This design comes from an exercise in tuning for small area, a short achievable clock period and few clock cycles per item on the open sky130 flow, not from production work.
The RTL was checked by simulation tests, not by an equivalence proof against the original design.

// sha2_core
module sha2_core (
    input  wire         clk,
    input  wire         rst,       
    input  wire         open,      
    input  wire [1:0]   alg,       
    input  wire         wvalid,    
    input  wire [63:0]  wdata,
    input  wire         wlast,     
    input  wire [3:0]   wcnt,      
    output wire         ready,
    output reg          done,      
    output wire [511:0] digest
);
==> flow/config.mk <==
export PLATFORM = sky130hd
export DESIGN_NAME = sha2_core
export DESIGN_NICKNAME = sha2_core
export VERILOG_FILES = /design/flow/design.v
export SDC_FILE = /design/flow/constraint.sdc
export NUM_CORES = 4
export LEC_CHECK = 0
export CAP_MARGIN = 20
export CORE_MARGIN = 2
export CORE_UTILIZATION = 40
export SETUP_SLACK_MARGIN = 5
export SLEW_MARGIN = 20
export SYNTH_MEMORY_MAX_BITS = 16384
export TNS_END_PERCENT = 100
==> flow/constraint.sdc <==
create_clock -name core_clock -period 12.0 [get_ports {clk}]
set_input_delay 2.4000 -clock core_clock [delete_from_list [all_inputs] [get_ports {clk}]]
set_output_delay 2.4000 -clock core_clock [all_outputs]
set_load 0.01 [all_outputs]
run.sh (not shown) runs the stock make flow with config.mk's settings and CLKGATE_MAP_FILE= SYNTH_SCRIPT=/design/flow/synth_recipe.tcl, a recipe that flattens the netlist after the stock synthesis.
Testbench counts at the start, summed over its fixed seeds: cycles 33,163, bytes 33,059.
Then changed:
--- a/flow/design.v
+++ b/flow/design.v
@@ -206,13 +206,12 @@
     reg          blk_final;   
     reg  [4:0]   fill;        
     reg  [31:0]  pend;        
     reg          pend_v;
     reg          e_run;       
     reg          e_fin;       
-    reg  [1:0]   e_rot;       
     reg  [6:0]   r;           
     reg  [1:0]   alg_e;       
     reg          e_final;     
     reg          iv_ok;       
     reg  [63:0]  w [0:15];    
     reg  [63:0]  a, b, c, d, e, f, g, h;
@@ -221,16 +220,14 @@
     reg  [63:0]  se0, se1, se2, se3;    
     wire         big_i = alg_i[1] | alg_i[0];
     reg          big_s;       
     reg          sml_w;       
     wire         big_e = !sml_w;
     wire [6:0]   nrounds = big_e ? 7'd80 : 7'd64;
-    wire e_idle   = !e_run && !e_fin && (e_rot == 2'd0);
-    wire ivld     = e_idle && fill[4] && blk_first && !iv_ok;
-    wire start    = fill[4] && ((e_idle && (!blk_first || iv_ok)) ||
-                                (e_fin && !e_final && !blk_first));
+    wire ivld     = !e_run && !e_fin && fill[4] && blk_first && !iv_ok;
+    wire start    = !e_run && !e_fin && fill[4] && (!blk_first || iv_ok);
     wire last_rnd = e_run && (r == nrounds);
     wire can_acc  = !fill[4] && (!e_run || (r >= nrounds - 7'd15));
     wire word_ok  = (ist == I_OPEN) && can_acc && !pend_v;
     assign ready = (ist == I_IDLE) ? !fill[4] : word_ok;
     wire acc_open = open && ready;
     wire acc_word = wvalid && !open && word_ok;
@@ -282,23 +279,22 @@
     wire [63:0] w1s = w[9] ^ w[0] ^ sg1;
     wire [63:0] w1c = {maj3(w[9], w[0], sg1), 1'b0};
     wire [63:0] w2s = w1s ^ w1c ^ sg0;
     wire [63:0] w2c = {maj3(w1s, w1c, sg0), 1'b0};
     wire [63:0] w_next;
     sha2_addbk u_add_w (.x(w2s), .y(w2c), .s(w_next));
-    wire [63:0] p_h = e_run ? g : se2;
+    wire [63:0] p_h = e_run ? g : se3;
     wire [63:0] p_w = e_run ? w[1] : w[0];
     wire [63:0] p1s = p_h ^ kt ^ p_w;
     wire [63:0] p1c = {maj3(p_h, kt, p_w), 1'b0};
     wire [63:0] p_n;
     sha2_addbk u_add_p (.x(p1s), .y(p1c), .s(p_n));
-    wire        upd = (e_run && (r >= nrounds - 7'd2)) || e_fin || (e_rot != 2'd0) || start;
-    wire        use_ae = e_run || e_fin;
+    wire        upd = (e_run && (r >= nrounds - 7'd2)) || e_fin;
     wire [63:0] ha, he;
-    sha2_addbk u_add_ha (.x(sa3), .y(use_ae ? a : 64'h0), .s(ha));
-    sha2_addbk u_add_he (.x(se3), .y(use_ae ? e : 64'h0), .s(he));
+    sha2_addbk u_add_ha (.x(sa3), .y(a), .s(ha));
+    sha2_addbk u_add_he (.x(se3), .y(e), .s(he));
     wire [511:0] d_be = alg_e[1] ? {sa0, sa1, sa2, sa3, se0, se1, se2, se3}
                       : alg_e[0] ? {sa0, sa1, sa2, sa3, se0, se1, 128'h0}
                       : {sa0[31:0], sa1[31:0], sa2[31:0], sa3[31:0],
                          se0[31:0], se1[31:0], se2[31:0], se3[31:0], 256'h0};
     genvar gb;
     generate
@@ -312,13 +308,12 @@
             fill      <= 5'd0;
             pend_v    <= 1'b0;
             blk_first <= 1'b0;
             blk_final <= 1'b0;
             e_run     <= 1'b0;
             e_fin     <= 1'b0;
-            e_rot     <= 2'd0;
             r         <= 7'd0;
             done      <= 1'b0;
             iv_ok     <= 1'b0;
         end else begin
             if (acc_open)                 ist <= I_OPEN;
             else if (acc_word && wlast)   ist <= I_PAD;
@@ -337,14 +332,12 @@
                 blk_final <= 1'b1;
             end
             done  <= e_fin && e_final;
             if (ivld)                   iv_ok <= 1'b1;
             else if (start || acc_open) iv_ok <= 1'b0;
             e_fin <= last_rnd;
-            if (e_fin && !e_final && !start) e_rot <= 2'd3;
-            else if (e_rot != 2'd0)          e_rot <= e_rot - 2'd1;
             if (start) begin
                 e_run <= 1'b1;
                 r     <= 7'd1;
             end else if (last_rnd) begin
                 e_run <= 1'b0;
                 r     <= 7'd0;
@@ -394,32 +387,32 @@
             e <= e_n;
             d <= c;
             c <= b;
             b <= a;
             a <= a_n;
         end else begin
-            a <= ha;
-            b <= sa0;
-            c <= sa1;
-            d <= sa2;
-            e <= he;
-            f <= se0;
-            g <= se1;
-            h <= se2;
+            a <= sa0;
+            b <= sa1;
+            c <= sa2;
+            d <= sa3;
+            e <= se0;
+            f <= se1;
+            g <= se2;
+            h <= se3;
         end
         p  <= p_n;
         kq <= k512;
         if (ivld) begin
-            sa0 <= iv(alg_i, 3'd1);
-            sa1 <= iv(alg_i, 3'd2);
-            sa2 <= iv(alg_i, 3'd3);
-            sa3 <= iv(alg_i, 3'd0);
-            se0 <= iv(alg_i, 3'd5);
-            se1 <= iv(alg_i, 3'd6);
-            se2 <= iv(alg_i, 3'd7);
-            se3 <= iv(alg_i, 3'd4);
+            sa0 <= iv(alg_i, 3'd0);
+            sa1 <= iv(alg_i, 3'd1);
+            sa2 <= iv(alg_i, 3'd2);
+            sa3 <= iv(alg_i, 3'd3);
+            se0 <= iv(alg_i, 3'd4);
+            se1 <= iv(alg_i, 3'd5);
+            se2 <= iv(alg_i, 3'd6);
+            se3 <= iv(alg_i, 3'd7);
         end else if (upd) begin
             sa0 <= ha;
             sa1 <= sa0;
             sa2 <= sa1;
             sa3 <= sa2;
             se0 <= he;
Outcome: The changed run finished clean; via count went down by a few percent; register-to-register slack is worse by 0.02 ns; fmax went down slightly; global-route usage went down by 1.7 points; routed wire length went down by a few percent; count of clock-buffer cells in the layout went up by 26; worst setup slack is worse by 0.024 ns.
Testbench counts after the change, summed over its fixed seeds: cycles 33,576, bytes 33,059.

[what the ideal ports hide]
Ports are ideal in the flow. The routed layouts listed here were re-timed in OpenROAD.
Step 1 assumes that a clkbuf_16 drives the clock port and a buf_2 every other input.
Step 2 moves the port delays by t, midway between the first and last clock arrival at a register: inputs arrive t later, outputs are due t later. That takes back most of the time a late clock gives input paths.
Three values: ideal, step 1, step 2; two values: the first two.
| run | shift t [ns] | setup WS [ns] | worst setup path after step 2 | slew at the worst register clock pin (ns) | cell pins on the clock port's net |
|---|---|---|---|---|---|
| the first run | 1.022 | 5.067 / 5.067 / 5.067 | register to register | 0.08 / 0.08 | 1 |
| the second run | 1.012 | 5.044 / 5.044 / 5.044 | register to register | 0.07 / 0.07 | 1 |
After both steps setup and hold are still met in every run listed.
